This is an optimization exercise on Yosys and OpenROAD, whose aim is small area, a short achievable clock period and few clock cycles per item, not a production implementation. Function was checked by simulation only, so behaviour that the tests miss may differ from the original. Power figures rest on the tool's default switching activity, not on a simulated workload.

==> try-maple <==
==> flow/design.v (excerpt) <==
module se_int_lane (
    input  wire        clk,
    input  wire        rst,
    input  wire        in_valid,
    output wire        in_ready,
    input  wire [2:0]  in_kind,
    input  wire [2:0]  in_fn,
    input  wire [1:0]  in_type,
    input  wire [1:0]  in_round,
    input  wire        in_sat,
    input  wire [31:0] in_x,
    input  wire [31:0] in_y,
    input  wire [31:0] in_z,
    output wire        out_valid,
    output wire [31:0] out_result,
    output wire        out_sat
);
make LEC_CHECK=0 CAP_MARGIN=35 CORE_MARGIN=2 CORE_UTILIZATION=30 PLACE_DENSITY=0.5 SLEW_MARGIN=35 finish   # period 18.0 ns
run.sh (not shown) runs the stock make flow with config.mk's settings and CLKGATE_MAP_FILE= SYNTH_SCRIPT=/design/flow/synth_recipe.tcl, a recipe that flattens the netlist after the stock synthesis.
==> try-nickel (differences from try-maple) <==
--- a/flow/design.v
+++ b/flow/design.v
@@ -88,20 +88,29 @@
     wire       ib = na2 ? st[1] : st[0];
     wire       last = (st == last_st);
     wire       shift = (st != 2'd0) & ~(na2 & nb2 & (st == 2'd2));
     wire [16:0] a17 = ia ? {p0[31], p0[31:16]} : {~na2 & p0[15], p0[15:0]};
     wire [16:0] bsel = ib ? ys[31:15] : {ys[15:0], 1'b0};
-    reg  [34:0] acc;             
+    reg  [34:0] accs, accc;
+    reg         f_up;            
+    wire [34:0] accv;
+    se_lane_add u_add (
+        .ra  (accs),
+        .rb  (accc),
+        .cin (f_up),
+        .sum (accv)
+    );
     wire [34:0] addend = (st == 2'd0) ? {{3{q0[31]}}, q0} :
-                         shift ? {{16{acc[34]}}, acc[34:16]} : acc;
-    wire [34:0] mac_sum;
+                         shift ? {{16{accv[34]}}, accv[34:16]} : accv;
+    wire [34:0] mac_ra, mac_rb;
     se_lane_mac u_mac (
         .a    (a17),
         .bsel (bsel),
         .sub  (mac2),
         .c    (addend),
-        .sum  (mac_sum)
+        .ra   (mac_ra),
+        .rb   (mac_rb)
     );
     wire        addsub = ~((k0 == K_ADD) & (f0 == 3'd0));
     wire [32:0] xs33 = {xs[31], xs};
     wire [32:0] ys33 = {ys[31], ys};
     wire [32:0] sd = xs33 + (addsub ? ~ys33 : ys33) + {32'd0, addsub};
@@ -182,11 +191,11 @@
     wire fin = v0 & last;
     reg  [15:0] lo0, lo1;        
     reg  [1:0]  wt;              
     reg         f_v;
     reg  [1:0]  f_rtype;
-    reg         f_sat, f_up, f_lsh, f_lovf;
+    reg         f_sat, f_lsh, f_lovf;
     always @(posedge clk) begin
         if (rst) begin
             v0  <= 1'b0;
             rdy <= 1'b1;
             st  <= 2'd0;
@@ -203,23 +212,24 @@
                 v0  <= 1'b0;
                 st  <= 2'd0;
                 rdy <= 1'b1;
             end
         end
-        acc <= is_mul ? mac_sum : alu;
+        accs <= is_mul ? mac_ra : alu;
+        accc <= is_mul ? mac_rb : 35'd0;
         wt  <= (st == 2'd0) ? 2'd0 : wt + {1'b0, shift};
         if (shift & (wt == 2'd0))
-            lo0 <= acc[15:0];
-        lo1 <= acc[15:0];
+            lo0 <= accv[15:0];
+        lo1 <= accv[15:0];
         f_v     <= rst ? 1'b0 : fin;
         f_rtype <= (k0 == K_CVT) ? f0[1:0] : t0;
         f_sat   <= sat0;
         f_up    <= alu_up & ~is_mul;
         f_lsh   <= (k0 == K_SHF) & (f0[1:0] == 2'd2);
         f_lovf  <= lsh_ovf;
     end
-    wire [34:0] acci = acc + {34'd0, f_up};
+    wire [34:0] acci = accv;
     wire [34:0] e_eq;
     assign e_eq[34] = 1'b1;
     genvar gi;
     generate
         for (gi = 0; gi < 34; gi = gi + 1) begin : g_eq
@@ -280,11 +290,12 @@
 module se_lane_mac (
     input  wire [16:0] a,
     input  wire [16:0] bsel,
     input  wire        sub,
     input  wire [34:0] c,
-    output wire [34:0] sum
+    output wire [34:0] ra,
+    output wire [34:0] rb
 );
     wire one0 = bsel[1] ^ bsel[0];
     wire two0 = (bsel[2] & ~bsel[1] & ~bsel[0]) | (~bsel[2] & bsel[1] & bsel[0]);
     wire neg0 = bsel[2] ^ sub;
     wire one1 = bsel[3] ^ bsel[2];
@@ -758,14 +769,21 @@
     wire t303 = c[32] & 1'b1;
     wire t304 = c[33] ^ 1'b1;
     wire t305 = c[33] & 1'b1;
     wire t306 = c[34] ^ 1'b1;
     wire t307 = c[34] & 1'b1;
-    wire [34:0] ra = {t306, t304, t302, t300, t298, t296, t294, t292, t290, t288, t286, t284, t282, t280, t278, t276, t274, t272, t270, t268, t266, t264, t262, t260, t258, t256, t254, t252, t250, t248, t246, t244, t242, t240, t238};
-    wire [34:0] rb = {t305, t303, t301, t299, t297, t295, t293, t291, t289, t287, t285, t283, t281, t279, t277, t275, t273, t271, t269, t267, t265, t263, t261, t259, t257, t255, t253, t251, t249, t247, t245, t243, t241, t239, c[0]};
+    assign ra = {t306, t304, t302, t300, t298, t296, t294, t292, t290, t288, t286, t284, t282, t280, t278, t276, t274, t272, t270, t268, t266, t264, t262, t260, t258, t256, t254, t252, t250, t248, t246, t244, t242, t240, t238};
+    assign rb = {t305, t303, t301, t299, t297, t295, t293, t291, t289, t287, t285, t283, t281, t279, t277, t275, t273, t271, t269, t267, t265, t263, t261, t259, t257, t255, t253, t251, t249, t247, t245, t243, t241, t239, c[0]};
+endmodule
+module se_lane_add (
+    input  wire [34:0] ra,
+    input  wire [34:0] rb,
+    input  wire        cin,
+    output wire [34:0] sum
+);
     wire [34:0] pg = ra ^ rb;
-    wire [34:0] gg = ra & rb;
+    wire [34:0] gg = {ra[34:1] & rb[34:1], (ra[0] & rb[0]) | (pg[0] & cin)};
     wire sg0_1 = gg[1] | (pg[1] & gg[0]);
     wire sp0_1 = pg[1] & pg[0];
     wire sg0_3 = gg[3] | (pg[3] & gg[2]);
     wire sp0_3 = pg[3] & pg[2];
     wire sg0_5 = gg[5] | (pg[5] & gg[4]);
@@ -932,7 +950,7 @@
     wire sp5_32 = pg[32] & sp4_31;
     wire sg5_33 = sg0_33 | (sp0_33 & sg4_31);
     wire sp5_33 = sp0_33 & sp4_31;
     wire sg5_34 = sg1_34 | (sp1_34 & sg4_31);
     wire sp5_34 = sp1_34 & sp4_31;
-    assign sum = {pg[34] ^ sg5_33, pg[33] ^ sg5_32, pg[32] ^ sg4_31, pg[31] ^ sg4_30, pg[30] ^ sg4_29, pg[29] ^ sg4_28, pg[28] ^ sg4_27, pg[27] ^ sg4_26, pg[26] ^ sg4_25, pg[25] ^ sg4_24, pg[24] ^ sg4_23, pg[23] ^ sg4_22, pg[22] ^ sg4_21, pg[21] ^ sg4_20, pg[20] ^ sg4_19, pg[19] ^ sg4_18, pg[18] ^ sg4_17, pg[17] ^ sg4_16, pg[16] ^ sg3_15, pg[15] ^ sg3_14, pg[14] ^ sg3_13, pg[13] ^ sg3_12, pg[12] ^ sg3_11, pg[11] ^ sg3_10, pg[10] ^ sg3_9, pg[9] ^ sg3_8, pg[8] ^ sg2_7, pg[7] ^ sg2_6, pg[6] ^ sg2_5, pg[5] ^ sg2_4, pg[4] ^ sg1_3, pg[3] ^ sg1_2, pg[2] ^ sg0_1, pg[1] ^ gg[0], pg[0]};
+    assign sum = {pg[34] ^ sg5_33, pg[33] ^ sg5_32, pg[32] ^ sg4_31, pg[31] ^ sg4_30, pg[30] ^ sg4_29, pg[29] ^ sg4_28, pg[28] ^ sg4_27, pg[27] ^ sg4_26, pg[26] ^ sg4_25, pg[25] ^ sg4_24, pg[24] ^ sg4_23, pg[23] ^ sg4_22, pg[22] ^ sg4_21, pg[21] ^ sg4_20, pg[20] ^ sg4_19, pg[19] ^ sg4_18, pg[18] ^ sg4_17, pg[17] ^ sg4_16, pg[16] ^ sg3_15, pg[15] ^ sg3_14, pg[14] ^ sg3_13, pg[13] ^ sg3_12, pg[12] ^ sg3_11, pg[11] ^ sg3_10, pg[10] ^ sg3_9, pg[9] ^ sg3_8, pg[8] ^ sg2_7, pg[7] ^ sg2_6, pg[6] ^ sg2_5, pg[5] ^ sg2_4, pg[4] ^ sg1_3, pg[3] ^ sg1_2, pg[2] ^ sg0_1, pg[1] ^ gg[0], pg[0] ^ cin};
 endmodule
==> flow/config.mk (replaced) <==
export PLATFORM = sky130hd
export DESIGN_NAME = se_int_lane
export DESIGN_NICKNAME = se_int_lane
export VERILOG_FILES = /design/flow/design.v
export SDC_FILE = /design/flow/constraint.sdc
export NUM_CORES = 4
export LEC_CHECK = 0
export ABC_AREA = 1
export CAP_MARGIN = 35
export CORE_MARGIN = 2
export CORE_UTILIZATION = 30
export PLACE_DENSITY = 0.5
export SLEW_MARGIN = 35
==> try-garnet (differences from try-maple) <==
--- a/flow/design.v
+++ b/flow/design.v
@@ -88,20 +88,29 @@
     wire       ib = na2 ? st[1] : st[0];
     wire       last = (st == last_st);
     wire       shift = (st != 2'd0) & ~(na2 & nb2 & (st == 2'd2));
     wire [16:0] a17 = ia ? {p0[31], p0[31:16]} : {~na2 & p0[15], p0[15:0]};
     wire [16:0] bsel = ib ? ys[31:15] : {ys[15:0], 1'b0};
-    reg  [34:0] acc;             
+    reg  [34:0] accs, accc;
+    reg         f_up;            
+    wire [34:0] accv;
+    se_lane_add u_add (
+        .ra  (accs),
+        .rb  (accc),
+        .cin (f_up),
+        .sum (accv)
+    );
     wire [34:0] addend = (st == 2'd0) ? {{3{q0[31]}}, q0} :
-                         shift ? {{16{acc[34]}}, acc[34:16]} : acc;
-    wire [34:0] mac_sum;
+                         shift ? {{16{accv[34]}}, accv[34:16]} : accv;
+    wire [34:0] mac_ra, mac_rb;
     se_lane_mac u_mac (
         .a    (a17),
         .bsel (bsel),
         .sub  (mac2),
         .c    (addend),
-        .sum  (mac_sum)
+        .ra   (mac_ra),
+        .rb   (mac_rb)
     );
     wire        addsub = ~((k0 == K_ADD) & (f0 == 3'd0));
     wire [32:0] xs33 = {xs[31], xs};
     wire [32:0] ys33 = {ys[31], ys};
     wire [32:0] sd = xs33 + (addsub ? ~ys33 : ys33) + {32'd0, addsub};
@@ -182,11 +191,11 @@
     wire fin = v0 & last;
     reg  [15:0] lo0, lo1;        
     reg  [1:0]  wt;              
     reg         f_v;
     reg  [1:0]  f_rtype;
-    reg         f_sat, f_up, f_lsh, f_lovf;
+    reg         f_sat, f_lsh, f_lovf;
     always @(posedge clk) begin
         if (rst) begin
             v0  <= 1'b0;
             rdy <= 1'b1;
             st  <= 2'd0;
@@ -203,23 +212,24 @@
                 v0  <= 1'b0;
                 st  <= 2'd0;
                 rdy <= 1'b1;
             end
         end
-        acc <= is_mul ? mac_sum : alu;
+        accs <= is_mul ? mac_ra : alu;
+        accc <= is_mul ? mac_rb : 35'd0;
         wt  <= (st == 2'd0) ? 2'd0 : wt + {1'b0, shift};
         if (shift & (wt == 2'd0))
-            lo0 <= acc[15:0];
-        lo1 <= acc[15:0];
+            lo0 <= accv[15:0];
+        lo1 <= accv[15:0];
         f_v     <= rst ? 1'b0 : fin;
         f_rtype <= (k0 == K_CVT) ? f0[1:0] : t0;
         f_sat   <= sat0;
         f_up    <= alu_up & ~is_mul;
         f_lsh   <= (k0 == K_SHF) & (f0[1:0] == 2'd2);
         f_lovf  <= lsh_ovf;
     end
-    wire [34:0] acci = acc + {34'd0, f_up};
+    wire [34:0] acci = accv;
     wire [34:0] e_eq;
     assign e_eq[34] = 1'b1;
     genvar gi;
     generate
         for (gi = 0; gi < 34; gi = gi + 1) begin : g_eq
@@ -280,11 +290,12 @@
 module se_lane_mac (
     input  wire [16:0] a,
     input  wire [16:0] bsel,
     input  wire        sub,
     input  wire [34:0] c,
-    output wire [34:0] sum
+    output wire [34:0] ra,
+    output wire [34:0] rb
 );
     wire one0 = bsel[1] ^ bsel[0];
     wire two0 = (bsel[2] & ~bsel[1] & ~bsel[0]) | (~bsel[2] & bsel[1] & bsel[0]);
     wire neg0 = bsel[2] ^ sub;
     wire one1 = bsel[3] ^ bsel[2];
@@ -758,14 +769,21 @@
     wire t303 = c[32] & 1'b1;
     wire t304 = c[33] ^ 1'b1;
     wire t305 = c[33] & 1'b1;
     wire t306 = c[34] ^ 1'b1;
     wire t307 = c[34] & 1'b1;
-    wire [34:0] ra = {t306, t304, t302, t300, t298, t296, t294, t292, t290, t288, t286, t284, t282, t280, t278, t276, t274, t272, t270, t268, t266, t264, t262, t260, t258, t256, t254, t252, t250, t248, t246, t244, t242, t240, t238};
-    wire [34:0] rb = {t305, t303, t301, t299, t297, t295, t293, t291, t289, t287, t285, t283, t281, t279, t277, t275, t273, t271, t269, t267, t265, t263, t261, t259, t257, t255, t253, t251, t249, t247, t245, t243, t241, t239, c[0]};
+    assign ra = {t306, t304, t302, t300, t298, t296, t294, t292, t290, t288, t286, t284, t282, t280, t278, t276, t274, t272, t270, t268, t266, t264, t262, t260, t258, t256, t254, t252, t250, t248, t246, t244, t242, t240, t238};
+    assign rb = {t305, t303, t301, t299, t297, t295, t293, t291, t289, t287, t285, t283, t281, t279, t277, t275, t273, t271, t269, t267, t265, t263, t261, t259, t257, t255, t253, t251, t249, t247, t245, t243, t241, t239, c[0]};
+endmodule
+module se_lane_add (
+    input  wire [34:0] ra,
+    input  wire [34:0] rb,
+    input  wire        cin,
+    output wire [34:0] sum
+);
     wire [34:0] pg = ra ^ rb;
-    wire [34:0] gg = ra & rb;
+    wire [34:0] gg = {ra[34:1] & rb[34:1], (ra[0] & rb[0]) | (pg[0] & cin)};
     wire sg0_1 = gg[1] | (pg[1] & gg[0]);
     wire sp0_1 = pg[1] & pg[0];
     wire sg0_3 = gg[3] | (pg[3] & gg[2]);
     wire sp0_3 = pg[3] & pg[2];
     wire sg0_5 = gg[5] | (pg[5] & gg[4]);
@@ -932,7 +950,7 @@
     wire sp5_32 = pg[32] & sp4_31;
     wire sg5_33 = sg0_33 | (sp0_33 & sg4_31);
     wire sp5_33 = sp0_33 & sp4_31;
     wire sg5_34 = sg1_34 | (sp1_34 & sg4_31);
     wire sp5_34 = sp1_34 & sp4_31;
-    assign sum = {pg[34] ^ sg5_33, pg[33] ^ sg5_32, pg[32] ^ sg4_31, pg[31] ^ sg4_30, pg[30] ^ sg4_29, pg[29] ^ sg4_28, pg[28] ^ sg4_27, pg[27] ^ sg4_26, pg[26] ^ sg4_25, pg[25] ^ sg4_24, pg[24] ^ sg4_23, pg[23] ^ sg4_22, pg[22] ^ sg4_21, pg[21] ^ sg4_20, pg[20] ^ sg4_19, pg[19] ^ sg4_18, pg[18] ^ sg4_17, pg[17] ^ sg4_16, pg[16] ^ sg3_15, pg[15] ^ sg3_14, pg[14] ^ sg3_13, pg[13] ^ sg3_12, pg[12] ^ sg3_11, pg[11] ^ sg3_10, pg[10] ^ sg3_9, pg[9] ^ sg3_8, pg[8] ^ sg2_7, pg[7] ^ sg2_6, pg[6] ^ sg2_5, pg[5] ^ sg2_4, pg[4] ^ sg1_3, pg[3] ^ sg1_2, pg[2] ^ sg0_1, pg[1] ^ gg[0], pg[0]};
+    assign sum = {pg[34] ^ sg5_33, pg[33] ^ sg5_32, pg[32] ^ sg4_31, pg[31] ^ sg4_30, pg[30] ^ sg4_29, pg[29] ^ sg4_28, pg[28] ^ sg4_27, pg[27] ^ sg4_26, pg[26] ^ sg4_25, pg[25] ^ sg4_24, pg[24] ^ sg4_23, pg[23] ^ sg4_22, pg[22] ^ sg4_21, pg[21] ^ sg4_20, pg[20] ^ sg4_19, pg[19] ^ sg4_18, pg[18] ^ sg4_17, pg[17] ^ sg4_16, pg[16] ^ sg3_15, pg[15] ^ sg3_14, pg[14] ^ sg3_13, pg[13] ^ sg3_12, pg[12] ^ sg3_11, pg[11] ^ sg3_10, pg[10] ^ sg3_9, pg[9] ^ sg3_8, pg[8] ^ sg2_7, pg[7] ^ sg2_6, pg[6] ^ sg2_5, pg[5] ^ sg2_4, pg[4] ^ sg1_3, pg[3] ^ sg1_2, pg[2] ^ sg0_1, pg[1] ^ gg[0], pg[0] ^ cin};
 endmodule
==> comparison <==
The lowest total power belongs to try-nickel, the highest to try-maple.
The highest register-to-register slack belongs to try-nickel, the lowest to try-maple.
The highest first-iteration DRC count belongs to try-maple, the lowest to try-garnet.
Clock-buffer cell count, lowest first: try-maple, try-garnet, try-nickel.
In try-nickel the core utilization is lower than in try-garnet, by 0.16 points.
Maximum frequency: try-nickel > try-garnet > try-maple.
In try-garnet the sequential share of layout area is higher than in try-maple, by 2.1 points.
The lowest synthesized area belongs to try-garnet, the highest to try-maple.
Non-clock buffer count: try-nickel < try-maple < try-garnet.
Testbench counts of try-maple, summed over its fixed seeds: cycles 40,019, items 32,000.
Testbench counts of try-nickel, summed over its fixed seeds: cycles 40,019, items 32,000.
Testbench counts of try-garnet, summed over its fixed seeds: cycles 40,019, items 32,000.

## static timing again, ports no longer ideal
How much do the figures lean on ideal ports? The routed layouts below were timed once more, with nothing changed but the port constraints. Step 1: set_driving_cell puts a clkbuf_16 on clk and a buf_2 on each other input, an assumption about the parent block. Step 2 moves the port delays by t, midway between the first and last clock arrival at a register: inputs arrive t later, outputs are due t later. That takes back most of the time a late clock gives input paths. a / b / c = ideal / step 1 / step 2; a / b = the first two.
run	shift t [ns]	slack for setup (ns)	hold WS [ns]	clock arrival spread, ns	worst data-port slew with drivers (ns)
try-maple	0.659	9.718 / 9.718 / 9.718	0.341 / 0.341 / 0.341	0.051 / 0.051	0.07
try-nickel	0.615	11.787 / 11.787 / 11.673	0.341 / 0.341 / 0.341	0.033 / 0.033	0.07
try-garnet	0.635	11.597 / 11.597 / 11.597	0.345 / 0.345 / 0.345	0.083 / 0.083	0.06
After both steps setup and hold are still met in every run listed. The setup slack of try-nickel, which loses most, moves by 0.000 ns with the drivers and by -0.114 ns with both steps.
